What follows belongs to an exercise in optimizing a design on an open flow for small area; a production flow would make more cautious choices.
The RTL was checked by simulation tests, not by an equivalence proof against the original design.
Power figures rest on the tool's default switching activity, not on a simulated workload. No driver is modelled on the clock port, so clocking that relies on it looks cheaper here than on a real chip.

## fb_speed
module fb_speed (
    input  wire        clk,
    input  wire        rst,             
    input  wire        edge_valid,
    input  wire [35:0] edge_t,          
    input  wire [35:0] edge_p,          
    input  wire        edge_neg,        
    input  wire        edge_new_run,    
    input  wire        ring_clear,      
    input  wire        rel_valid,
    output wire        rel_ready,
    input  wire [35:0] rel_s,           
    input  wire [3:0]  cfg_match,       
    input  wire [35:0] cfg_win,         
    input  wire [35:0] cfg_tmax,        
    output reg         done,
    output wire [35:0] speed,
    output reg         speed_valid,
    output reg         standstill,
    output wire [35:0] span
);
Size: about 4,600 cells after synthesis, about 2,600 flip-flops, about 270 I/O pins, ~0.066 mm2 of cells after synthesis.
Settings: LEC_CHECK=0, CAP_MARGIN=20, CORE_MARGIN=2, CORE_UTILIZATION=70, SLEW_MARGIN=20, SYNTH_MEMORY_MAX_BITS=16384; clock period 20.0 ns.
standard.sh (not shown) runs the stock make flow with config.mk's settings and CLKGATE_MAP_FILE= SYNTH_SCRIPT=/design/flow/synth_recipe.tcl, a recipe that flattens the netlist after the stock synthesis.
==> flow/flow/run.sh <==
#!/bin/bash
# Standard layout with two changes: the port buffers are the smallest
# buffer cell, and clock tree synthesis clusters more sinks per leaf buffer
# and adds no dummy loads.
bash standard.sh \
  "BUFFER_PORTS_ARGS=-buffer_cell sky130_fd_sc_hd__buf_1" \
  "CTS_ARGS=-sink_clustering_enable -repair_clock_nets -dont_use_dummy_load -sink_clustering_size 36 -sink_clustering_max_diameter 60" \
  finish > standard.log 2>&1
The first run completed without violations.
Rerun with:
--- a/flow/flow/run.sh
+++ b/flow/flow/run.sh
@@ -7 +7 @@
-  "CTS_ARGS=-sink_clustering_enable -repair_clock_nets -dont_use_dummy_load -sink_clustering_size 36 -sink_clustering_max_diameter 60" \
+  "CTS_ARGS=-sink_clustering_enable -repair_clock_nets -dont_use_dummy_load -sink_clustering_size 32 -sink_clustering_max_diameter 80 -buf_list {sky130_fd_sc_hd__clkbuf_8 sky130_fd_sc_hd__clkbuf_16}" \
CORE_UTILIZATION = 60   (was 70)
=> Routed wire length goes up by 2.3%. Clock-buffer cell count goes down by 25. Worst setup slack improves by 15 ps. First-iteration DRC count goes down by 5.5%. Final cell count goes up by 2.3%.
Rerun with:
--- a/flow/flow/run.sh
+++ b/flow/flow/run.sh
@@ -7 +7 @@
-  "CTS_ARGS=-sink_clustering_enable -repair_clock_nets -dont_use_dummy_load -sink_clustering_size 32 -sink_clustering_max_diameter 80 -buf_list {sky130_fd_sc_hd__clkbuf_8 sky130_fd_sc_hd__clkbuf_16}" \
+  "CTS_ARGS=-sink_clustering_enable -repair_clock_nets -dont_use_dummy_load -sink_clustering_size 32 -sink_clustering_max_diameter 80" \
CAP_MARGIN = 5   (was 20)
SLEW_MARGIN = 5   (was 20)
- combinational power hardly moves
- via count goes down by 0.41%
- global-route usage does not change
- final area stays flat
- sequential share of layout area hardly moves
- setup slack improved by 36 ps
- clock skew barely changes
Rerun with:
--- a/flow/flow/run.sh
+++ b/flow/flow/run.sh
@@ -7 +7 @@
-  "CTS_ARGS=-sink_clustering_enable -repair_clock_nets -dont_use_dummy_load -sink_clustering_size 32 -sink_clustering_max_diameter 80" \
+  "CTS_ARGS=-sink_clustering_enable -repair_clock_nets -dont_use_dummy_load -sink_clustering_size 34 -sink_clustering_max_diameter 80" \
CAP_MARGIN = 20   (was 5)
SLEW_MARGIN = 20   (was 5)
Result: The new run completed with no timing, DRC or antenna violations; total power is lower by 0.37%; clock power is lower by about 2%; worst hold slack improves by 8.3 ps; sequential share of layout area is higher by 0.17 points; core utilization is lower by 0.15 points; global-route usage is lower by 0.12 points; wire length is lower by 0.37%; area after synthesis does not change; clock-buffer cell count is lower by 4; non-clock buffer count is lower by 2; via count stays flat.
Rerun with:
--- a/flow/flow/run.sh
+++ b/flow/flow/run.sh
@@ -7 +7 @@
-  "CTS_ARGS=-sink_clustering_enable -repair_clock_nets -dont_use_dummy_load -sink_clustering_size 34 -sink_clustering_max_diameter 80" \
+  "CTS_ARGS=-sink_clustering_enable -repair_clock_nets -dont_use_dummy_load -sink_clustering_size 34 -sink_clustering_max_diameter 70" \
- The changed run went through all stages and came out clean
- hold slack is worse by 23 ps
- power rises slightly
- routed wire length hardly moves
- combinational power hardly moves
- non-clock buffer count is higher by 2
- global-route usage is about the same
- utilization came out higher by 0.45 points
- die area is unchanged
- cell count went up slightly
- synthesized area is unchanged
Rerun with:
--- a/flow/flow/run.sh
+++ b/flow/flow/run.sh
@@ -7 +7 @@
-  "CTS_ARGS=-sink_clustering_enable -repair_clock_nets -dont_use_dummy_load -sink_clustering_size 34 -sink_clustering_max_diameter 70" \
+  "CTS_ARGS=-sink_clustering_enable -repair_clock_nets -dont_use_dummy_load -sink_clustering_size 30 -sink_clustering_max_diameter 100" \
The new run completed without violations; count of clock-buffer cells in the layout decreases by 9; design area came out lower by 0.33%; die area does not change; total power came out lower by 0.72%; utilization decreases by 0.22 points; area after synthesis does not change; setup slack is worse by 6.9 ps; sequential cell count does not change; register-to-register slack hardly moves.

========
fb_speed, a different RTL version from the one above (not shown whole).
Size: about 2600 flip-flops, ~270 I/O pins, about 66000 sq um of cells after synthesis.
Settings: LEC_CHECK=0, ABC_AREA=1, CAP_MARGIN=20, CORE_MARGIN=2, CORE_UTILIZATION=60, SLEW_MARGIN=20, SYNTH_MEMORY_MAX_BITS=16384; clock period 20.0 ns.
==> flow/flow/run.sh <==
#!/bin/bash
# Standard layout with two changes: the port buffers are the smallest
# buffer cell, and clock tree synthesis clusters more sinks per leaf buffer
# and adds no dummy loads.
bash standard.sh \
  "BUFFER_PORTS_ARGS=-buffer_cell sky130_fd_sc_hd__buf_1" \
  "CTS_ARGS=-sink_clustering_enable -repair_clock_nets -dont_use_dummy_load -sink_clustering_size 32 -sink_clustering_max_diameter 80" \
  finish > standard.log 2>&1
The baseline completed without violations.
Edit:
--- a/flow/config.mk
+++ b/flow/config.mk
@@ -8 +7,0 @@
-export ABC_AREA = 1
@@ -11,0 +11 @@
+export PLACE_DENSITY = 0.85
=>
- sequential power climbs by about 0.7%
- routed wire length climbs by 3.0%
- global-route usage climbs by 0.73 points
- synthesized area drops by 0.96%
- total power climbs by 4.2%
- fmax drops by 0.56%
- first-iteration DRC count climbs by about 57%
- synthesized cell count drops by about 4.3%
- via count climbs by 5.1%
- cell area drops by 1.1%
- register-to-register slack degrades by 0.11 ns
Edit:
--- a/flow/config.mk
+++ b/flow/config.mk
@@ -7,0 +8 @@
+export ABC_CLOCK_PERIOD_IN_PS = 30000
@@ -11 +11,0 @@
-export PLACE_DENSITY = 0.85
What happened:
- The new run went through all stages and came out clean
- fmax increases by 1.3%
- setup slack gets better by 0.25 ns
- synthesized area stays the same
- worst hold slack stays flat
- total power drops by 1.3%
- final area stays flat
- clock-buffer cell count grows by 1
Edit:
--- a/flow/config.mk
+++ b/flow/config.mk
@@ -8 +7,0 @@
-export ABC_CLOCK_PERIOD_IN_PS = 30000
@@ -11 +10 @@
-export CORE_UTILIZATION = 60
+export CORE_UTILIZATION = 55
Effect: The changed run passed the timing, design-rule and antenna checks. Area after synthesis stays the same. Clock skew barely changes. Utilization is lower by 5.0 points. Power went up by 0.80%. Clock-buffer cell count rises by 2. Final area grows by 0.39%. Synthesized cell count is unchanged.
Edit:
--- a/flow/config.mk
+++ b/flow/config.mk
@@ -10 +10 @@
-export CORE_UTILIZATION = 55
+export CORE_UTILIZATION = 60
Result: The changed run went through all stages and came out clean; clock power stays flat; wire length went down by 0.82%; fmax went up by 0.41%; power went down by 0.80%; design area went down by about 0.4%; worst setup slack gets better by 0.079 ns.

========
Setup of v20:
Another version of the RTL of fb_speed (not shown whole).
Size: about 270 I/O pins, about 70000 sq um of cells after synthesis.
Settings: LEC_CHECK=0, ABC_AREA=1, CAP_MARGIN=20, CORE_MARGIN=2, CORE_UTILIZATION=60, CTS_BUF_LIST=sky130_fd_sc_hd__clkbuf_4, SLEW_MARGIN=20, SYNTH_MEMORY_MAX_BITS=16384; clock period 20.0 ns.
run.sh (not shown) runs the stock make flow with config.mk's settings and CLKGATE_MAP_FILE= SYNTH_SCRIPT=/design/flow/synth_recipe.tcl, a recipe that flattens the netlist after the stock synthesis.
Stock flow here: none of the scripts above is used.
What v13 does differently from v20 at the input level:
Settings: ABC_AREA removed (was 1); CORE_UTILIZATION changed from 60 to 40; CTS_BUF_LIST removed (was sky130_fd_sc_hd__clkbuf_4).
## What came out
- Taking v13 over v20, the number of instances in the synthesized netlist ratio works out to 0.896.
- Side by side, layout net count turned out lower in v13 than in v20.
- On v13: relative max-transition margin is 2.2 points lower than what v20 gave.
- Final cell count without fillers was lower in v13 than in v20.
- In the metrics for v13 and v20, the one carrying the higher global-route wire length before repair is v20.
- When v13 is set beside v20, its share of the final layout cell area in multi-input gates turns out to be 1.5 points larger.
- v13 ends up with a total stage count of the critical path that is about 20% lower than in v20.
- Worst hold slack, v13 and v20, lower one = v20.
- v13 vs v20 — static leakage power dropped by a little under 10%
- Relative to v20, the clock-buffer cell count measured on v13 has decreased by more than half.
Setup changes, v13 to v30
Settings: setting CTS_BUF_LIST to sky130_fd_sc_hd__clkbuf_8 for the first time; changing CORE_UTILIZATION from 40 to 60; setting ABC_AREA to 1 for the first time.
==> comparison <==
- Compared with v13, in v30 share of the yosys chip area belonging to registers went down, net switching power figure picked up an extra 29%.
- Relative to v13, clock skew increased by 0.022 ns in v30.
- Combinational family with the most area after synthesis = compound AO/OA/AOI/OAI gates: v13; combinational family with the most area after synthesis = simple AND/OR/NAND/NOR gates: v30
- Number of antenna diodes, v30 and v13: smaller value in v13
- Summary: die area, v30 better than v13
- Compared with v13, v30 shows total wire length that has gone up by a little under 10%.
- For v13, the worst setup path startpoint was sc[4], unlike v30, where it was sc[5].
- Compared v30 vs v13, and cell count is up in v30.
- Between v13 and v30, clock power share decreased.
- Compare v30 and v13 | power lower: v13

[separate check: timing with driven ports]
How much do the figures lean on ideal ports? The routed layouts below were timed once more, with nothing changed but the port constraints. Step 1 (the two cells are an assumption about what drives the block):
set clk [get_ports {clk}]
set_driving_cell -lib_cell sky130_fd_sc_hd__clkbuf_16 $clk
set_driving_cell -lib_cell sky130_fd_sc_hd__buf_2 [delete_from_list [all_inputs] $clk]
Step 2 also shifts input and output timing later by t, the mid clock arrival at the registers, as if the neighbouring blocks saw the same clock. Slacks: ideal ports / drivers / drivers and shift; pairs: ideal ports / drivers.
| run | t (ns) | slack for setup (ns) | latest minus earliest clock arrival (ns) | slew at the worst register clock pin (ns) |
|---|---|---|---|---|
| the first run of note 1 | 0.777 | 0.632 / 0.632 / 0.632 | 0.091 / 0.090 | 0.12 / 0.12 |
| the second run of note 1 | 0.767 | 0.647 / 0.647 / 0.647 | 0.068 / 0.068 | 0.12 / 0.12 |
| the third run of note 1 | 0.766 | 0.683 / 0.683 / 0.683 | 0.068 / 0.069 | 0.12 / 0.12 |
| the fourth run of note 1 | 0.734 | 0.589 / 0.589 / 0.589 | 0.091 / 0.091 | 0.12 / 0.12 |
| the fifth run of note 1 | 0.756 | 0.642 / 0.642 / 0.642 | 0.113 / 0.112 | 0.12 / 0.12 |
| the sixth run of note 1 | 0.753 | 0.635 / 0.635 / 0.635 | 0.069 / 0.068 | 0.12 / 0.12 |
| the first run of note 2 | 0.768 | 0.566 / 0.566 / 0.566 | 0.073 / 0.073 | 0.12 / 0.12 |
| the second run of note 2 | 0.760 | 0.458 / 0.458 / 0.458 | 0.079 / 0.079 | 0.12 / 0.12 |
| the third run of note 2 | 0.749 | 0.706 / 0.706 / 0.706 | 0.076 / 0.076 | 0.12 / 0.12 |
| the fourth run of note 2 | 0.778 | 0.627 / 0.627 / 0.627 | 0.074 / 0.075 | 0.12 / 0.12 |
| the fifth run of note 2 | 0.749 | 0.706 / 0.706 / 0.706 | 0.076 / 0.076 | 0.12 / 0.12 |
| v20 | 1.293 | 11.281 / 11.281 / 11.281 | 0.111 / 0.111 | 0.08 / 0.08 |
| v13 | 0.889 | 10.454 / 10.454 / 10.454 | 0.055 / 0.056 | 0.07 / 0.07 |
| v30 | 1.055 | 11.297 / 11.297 / 11.297 | 0.077 / 0.076 | 0.07 / 0.07 |
After both steps every run listed still meets setup and hold.
